Source: an optimization exercise on an open RTL-to-GDS flow (aim: small area). Production flows keep margins and buffers that such runs may drop.
Function was checked by simulation only, so behaviour that the tests miss may differ from the original.
Power figures rest on the tool's default switching activity, not on a simulated workload.

File: design/flow/design.v
module sd_sinc3 (
    input  wire        clk,
    input  wire        clr,        
    input  wire        tick,       
    input  wire        bit_in,     
    input  wire        win_end,    
    input  wire [8:0]  osr,        
    output reg  [24:0] sample,
    output reg         clip
);
    reg  [24:0] integ1, integ2, integ3;
    reg  [24:0] comb1_z, comb2_z, comb3_z;
    reg  [8:0]  ones;
    reg         dec_pend;          
    reg  [8:0]  ones_win;          
    wire [24:0] integ1_n = integ1 + {24'd0, bit_in};
    wire [24:0] integ2_n = integ2 + integ1_n;
    wire [24:0] integ3_n = integ3 + integ2_n;
    wire [24:0] comb1 = integ3 - comb1_z;
    wire [24:0] comb2 = comb1 - comb2_z;
    wire [24:0] comb3 = comb2 - comb3_z;
    wire [15:0] ones_x100 = ones_win * 7'd100;
    wire [15:0] hi_lim    = osr * 7'd95;
    wire [15:0] lo_lim    = osr * 7'd5;
    wire        clip_n    = (ones_x100 > hi_lim) || (ones_x100 < lo_lim);
    always @(posedge clk) begin
        if (clr) begin
            integ1   <= 25'd0;
            integ2   <= 25'd0;
            integ3   <= 25'd0;
            comb1_z  <= 25'd0;
            comb2_z  <= 25'd0;
            comb3_z  <= 25'd0;
            ones     <= 9'd0;
            ones_win <= 9'd0;
            dec_pend <= 1'b0;
            sample   <= 25'd0;
            clip     <= 1'b0;
        end else begin
            dec_pend <= tick && win_end;
            if (tick) begin
                integ1 <= integ1_n;
                integ2 <= integ2_n;
                integ3 <= integ3_n;
                if (win_end) begin
                    ones     <= 9'd0;
                    ones_win <= ones + {8'd0, bit_in};
                end else begin
                    ones     <= ones + {8'd0, bit_in};
                end
            end
            if (dec_pend) begin
                comb1_z <= integ3;
                comb2_z <= comb1;
                comb3_z <= comb2;
                sample  <= comb3;
                clip    <= clip_n;
            end
        end
    end
endmodule
module sd_sinc2 (
    input  wire       clk,
    input  wire       clr,
    input  wire       tick,
    input  wire       bit_in,
    input  wire       win_end,     
    input  wire [6:0] oc_thr,
    output reg  [8:0] sample,
    output reg        oc_trip      
);
    reg  [8:0] integ1, integ2;
    reg  [8:0] comb1_z, comb2_z;
    reg        dec_pend;
    reg        primed;             
    wire [8:0] integ1_n = integ1 + {8'd0, bit_in};
    wire [8:0] integ2_n = integ2 + integ1_n;
    wire [8:0] comb1 = integ2 - comb1_z;
    wire [8:0] comb2 = comb1 - comb2_z;
    wire [8:0] hi_lim = 9'd128 + {2'd0, oc_thr};
    wire [8:0] lo_lim = 9'd128 - {2'd0, oc_thr};
    wire       over   = (comb2 >= hi_lim) || (comb2 <= lo_lim);
    always @(posedge clk) begin
        if (clr) begin
            integ1   <= 9'd0;
            integ2   <= 9'd0;
            comb1_z  <= 9'd0;
            comb2_z  <= 9'd0;
            dec_pend <= 1'b0;
            primed   <= 1'b0;
            sample   <= 9'd0;
            oc_trip  <= 1'b0;
        end else begin
            dec_pend <= tick && win_end;
            if (tick) begin
                integ1 <= integ1_n;
                integ2 <= integ2_n;
            end
            if (dec_pend) begin
                comb1_z <= integ2;
                comb2_z <= comb1;
                sample  <= comb2;
                primed  <= 1'b1;
                if (primed && over)
                    oc_trip <= 1'b1;
            end
        end
    end
endmodule
module sd_lossdet (
    input  wire clk,
    input  wire clr,
    input  wire tick,
    input  wire bit_in,
    output reg  lost
);
    reg       last_bit;
    reg [6:0] run;                 
    always @(posedge clk) begin
        if (clr) begin
            last_bit <= 1'b0;
            run      <= 7'd0;
            lost     <= 1'b0;
        end else if (tick) begin
            last_bit <= bit_in;
            if (run != 7'd0 && bit_in == last_bit) begin
                if (run != 7'd64)
                    run <= run + 7'd1;
                if (run == 7'd63)
                    lost <= 1'b1;
            end else begin
                run <= 7'd1;
            end
        end
    end
endmodule
module sd_decim (
    input  wire         clk,
    input  wire         rst,         
    input  wire         enable,
    input  wire [1:0]   osr_sel,     
    input  wire [6:0]   oc_thr,
    input  wire         mod_tick,
    input  wire [5:0]   sd_in,
    output reg          main_valid,
    output wire [149:0] main_data,
    output wire [5:0]   main_clip,
    output reg          fast_valid,
    output wire [26:0]  fast_data,
    output wire [2:0]   oc_trip,
    output wire [5:0]   sd_loss
);
    wire clr  = rst || !enable;
    wire tick = mod_tick && !clr;
    reg  [7:0] phase;                
    wire [8:0] osr = 9'd32 << osr_sel;
    wire       main_end = (phase == osr[7:0] - 8'd1);
    wire       fast_end = (phase[3:0] == 4'd15);
    reg        main_pend, fast_pend;
    always @(posedge clk) begin
        if (clr) begin
            phase      <= 8'd0;
            main_pend  <= 1'b0;
            fast_pend  <= 1'b0;
            main_valid <= 1'b0;
            fast_valid <= 1'b0;
        end else begin
            if (tick)
                phase <= main_end ? 8'd0 : phase + 8'd1;
            main_pend  <= tick && main_end;
            fast_pend  <= tick && fast_end;
            main_valid <= main_pend;
            fast_valid <= fast_pend;
        end
    end
    genvar c;
    generate
        for (c = 0; c < 6; c = c + 1) begin : ch
            sd_sinc3 u_main (
                .clk(clk), .clr(clr), .tick(tick), .bit_in(sd_in[c]),
                .win_end(main_end), .osr(osr),
                .sample(main_data[25*c +: 25]), .clip(main_clip[c])
            );
            sd_lossdet u_loss (
                .clk(clk), .clr(clr), .tick(tick), .bit_in(sd_in[c]),
                .lost(sd_loss[c])
            );
        end
        for (c = 0; c < 3; c = c + 1) begin : ph
            sd_sinc2 u_fast (
                .clk(clk), .clr(clr), .tick(tick), .bit_in(sd_in[c]),
                .win_end(fast_end), .oc_thr(oc_thr),
                .sample(fast_data[9*c +: 9]), .oc_trip(oc_trip[c])
            );
        end
    endgenerate
endmodule
File: design/flow/run.sh
#!/bin/bash
# synth_recipe.tcl (not shown) runs the flow's synth.tcl, then flattens the netlist and writes it again
# the make line also repeats each setting of config.mk as NAME=value (left out here)
make -C /OpenROAD-flow-scripts/flow DESIGN_CONFIG=/design/flow/config.mk WORK_HOME=/design/flow/orfs CLKGATE_MAP_FILE= SYNTH_SCRIPT=/design/flow/synth_recipe.tcl finish
File: design/flow/config.mk
export PLATFORM = sky130hd
export DESIGN_NAME = sd_decim
export DESIGN_NICKNAME = sd_decim
export VERILOG_FILES = /design/flow/design.v
export SDC_FILE = /design/flow/constraint.sdc
export NUM_CORES = 4
export LEC_CHECK = 0
export CAP_MARGIN = 20
export CORE_MARGIN = 2
export CORE_UTILIZATION = 40
export PLACE_DENSITY = 0.6
export SLEW_MARGIN = 20
File: design/flow/constraint.sdc
create_clock -name core_clock -period 10.0 [get_ports {clk}]
set_input_delay 2.0000 -clock core_clock [delete_from_list [all_inputs] [get_ports {clk}]]
set_output_delay 2.0000 -clock core_clock [all_outputs]
set_load 0.01 [all_outputs]
==> reports/metrics.yaml <==
synth_top_area_share_pct: 28.5
yosys.area.top_type: "dfxtp_1"
htree_levels: 4
max_freq_ghz: 0.131
core_sq_um: 240000
crit_required_ns: 10.75
path_delay_family: "simple AND/OR/NAND/NOR gates"
finalSetupViolCount: 0
min_period_ns: 7.62
holdPathStages: 2
areaGrowthSynthToFinish_pct: 11.4
synthFlopType: "dfxtp_1"
p_comb_share_pct: 20.7
synthArstFlopShare_pct: 0
timing.final.crit_share_pct: 76.2
criticalPathCategory: "input port to flop"
netlist_instances: 11500
wl_per_cell_um: 15.1
grtUsageTotal_pct: 18.0
fin_skew_ns: 0.0344
p_seq_share_pct: 36.6
grt_antenna_before_repair: 10
clock_latency_ns: 0.84
drive_gt1_share_pct: 3.68
ir_drop_mv: 0.131
cts-root-buf: "clkbuf_16"
yosys_warnings: 4
drt_iter0_drc: 3230
p_leak_nw: 44.9
ctsHoldBuffers: 0
cts_sinks: 1369
postCtsSetupBuffers: 0
ant_nets: 0
die_w_um: 494
via_count: 77300
clkPwrFrac_pct: 42.7
grt_pass1_wl_um: 374000
cap_viol_max_count: 0
dpl_cell_area_sq_um: 101000
grt.overflow.total: 0
cpMaxStageDelayCell: "a2111oi_0"
synth_area_sq_um: 96200
clock_path_buffers: 3
critPathArrivalTime_ns: 8.37
crit_cells: 25
final_area_sq_um: 107000
cts_buffers: 167
synthesis.nets: 12800
power_density_nw_per_um2: 140
die_h_um: 494
crit_path_start_kind: "input port"
critical_path_buf_inv_count: 1
tightest_slew_ns: 1.08
switchingPower_mw: 4.35
status: "finished clean"
endpoint_kind: "flop"
power.share.switching_pct: 29.0
placementRows: 180
rr_worst_depth: 31
dpl_worst_slack_ns: 1.63
report.final.slew_viol_count: 0
nFillCells: 23300
tns_ns: 0
port-buffer-count: 212
initial_core_util_pct: 40.1
post-synth-top-count-cell: "nor2_1"
gp_congestion: 0.848
slew_headroom_pct: 26.3
path_clk_slew_ns: 0.06
synth_common_cells: "nor2_1 (1624), dfxtp_1 (1369), ha_1 (1195)"
synth-edff-count: 0
hpwl_um: 165000
die_area_sq_um: 244000
synth_cell_types: 100
dr.pass1.iters: 6
viasPerCell: 5.19
rsz0062_at_grt: "no"
avgSynthCellArea_sq_um: 8.37
cts_resized: 0
drc_errors: 0
synthTopCellsByArea: "dfxtp_1 (28%), ha_1 (16%), mux2i_1 (7.4%)"
worst-r2r-setup-slack_ns: 2.63
hold_violations: 0
cp_max_fo: 5
synth_seq_cells: 1369
fin_ws_ns: 2.38
p_int_mw: 10.6
hold_path.class: "flop to flop"
grt_pass1_vias: 75700
grt_max_degree: 175
cts_tree: "done"
cpPeakStageDelay_ns: 0.76
seq_area_frac_synth_pct: 28.5
ios: 213
totalWireLength_um: 225000
final_nets: 12800
==> path summary, 6_finish.rpt <==
| path | from | endpoint |
|---|---|---|
| max | sd_in[5] | ch[5].u_main.integ3[24] |
| min | ch[2].u_main.sample[21] | ch[2].u_main.sample[21] |
| max reg2reg | ch[1].u_main.integ3[0] | ch[1].u_main.sample[24] |
| min reg2reg | ch[2].u_main.sample[21] | ch[2].u_main.sample[21] |
==> through the flow <==
| step | std cells | total power, mW | hold slack (ns) | util, % |
|---|---|---|---|---|
| final | 14900 | 15.0 | 0.457 | 44.7 |
| after global routing | 14900 | 15.8 | 0.485 | 44.7 |
| after CTS | 14900 | 15.2 | 0.466 | 44.7 |
| after detailed placement | 14600 | 8.70 | 0.447 | 42.2 |
| after global placement | 14600 | 8.65 | 0.447 | 42.2 |
| after floorplan | 11500 | 7.96 | 0.432 | - |
==> state kept, by name, summed over array words and instances, names as in the netlist, 3 cells and up <==
name	flops
ph.u_fast.oc_trip	3
ph.u_fast.integ2	27
ch.u_main.comb2_z	150
ch.u_main.integ2	150
ph.u_fast.comb2_z	27
ch.u_main.sample	150
ch.u_main.ones	54
ph.u_fast.integ1	27
ch.u_main.clip	6
ch.u_main.comb3_z	150
ch.u_main.integ3	150
ch.u_loss.last_bit	6
ch.u_loss.lost	6
phase	8
ph.u_fast.sample	27
ch.u_loss.run	42
ch.u_main.ones_win	54
ph.u_fast.comb1_z	27
ch.u_main.integ1	150
ch.u_main.comb1_z	150
==> layer usage <==
layer / up-vias / wire [um] / GRT usage [%]
li1: 40000 / - / -
met3: 297 / 6360 / 2.21
met2: 903 / 106000 / 31.3
met1: 36200 / 108000 / 23.4
met5: - / 13 / 0
met4: 2 / 5050 / 4.93
==> cells by family (layout without fill, tap and decap cells) <==
logic type | Yosys count | count (layout) | share of synthesized area [%]
AOI/OAI and AO/OA | 2383 | 2383 | 16.0
xor gates and xnor gates | 1120 | 1120 | 10.3
adders and majority gates | 1258 | 1258 | 16.9
buffers and inverters | 1290 | 1490 | 5.19
DFF | 1369 | 1369 | 28.5
muxes | 709 | 709 | 7.38
other | 1 | 11 | 0.00390
and+or+nand+nor | 3365 | 3365 | 15.8
==> power groups by stage <==
stage	sequential (mW)	combinational, mW	clock (mW)
after floorplan	5.60	2.36	0
after global placement	5.60	3.05	0
after detailed placement	5.60	3.10	0
after CTS	5.48	3.12	6.60
after global routing	5.48	3.46	6.81
final	5.48	3.10	6.41
==> area by class of cell <==
cell class                      instances  area [sq um]  share of cell area, %
Clock buffer                          238          5010                   4.67
Tap cell                             3185          3990                   3.72
Clock inverter                         71           852                  0.795
Antenna cell                           10          25.0                 0.0234
Multi-Input combinational cell       8836         63800                   59.6
Inverter                              917          3450                   3.22
Sequential cell                      1369         27400                   25.6
Timing Repair Buffer                  264          2600                   2.42
==> tightest hold or removal path: stages, from the launching register on <==
cell     delay [ns]
dfxtp_1        0.33
nand2_1        0.04
o21ai_0        0.05
==> cell usage in the layout (no fill, tap or decap), drive strengths merged, types with 170 or more instances in the layout <==
cell,n
nor2,1624
dfxtp,1369
ha,1195
inv,926
mux2i,708
a21oi,662
xnor2,630
nand2,621
o21ai,509
xor2,484
a21o,297
clkbuf,238
nand3,220
clkdlybuf4s50,211
a211oi,170

afterwards: timing with drivers on the ports:
How much do the figures lean on ideal ports? The routed layout below was timed once more, with nothing changed but the port constraints.
Step 1 (the two cells are an assumption about what drives the block):
set clk [get_ports {clk}]
set_driving_cell -lib_cell sky130_fd_sc_hd__clkbuf_16 $clk
set_driving_cell -lib_cell sky130_fd_sc_hd__buf_2 [delete_from_list [all_inputs] $clk]
Step 2 moves the port delays by t, midway between the first and last clock arrival at a register: inputs arrive t later, outputs are due t later. That takes back most of the time a late clock gives input paths.
Slacks: no drivers / after step 1 / after step 2; pairs: no drivers / after step 1.
t (ns): 0.911
slack for setup (ns): 2.376 / 2.397 / 1.486
worst data-port slew with drivers (ns): 0.15
After both steps setup and hold are still met in this run. For this run, drivers alone change the setup slack by +0.021 ns; drivers and shift together by -0.890 ns.
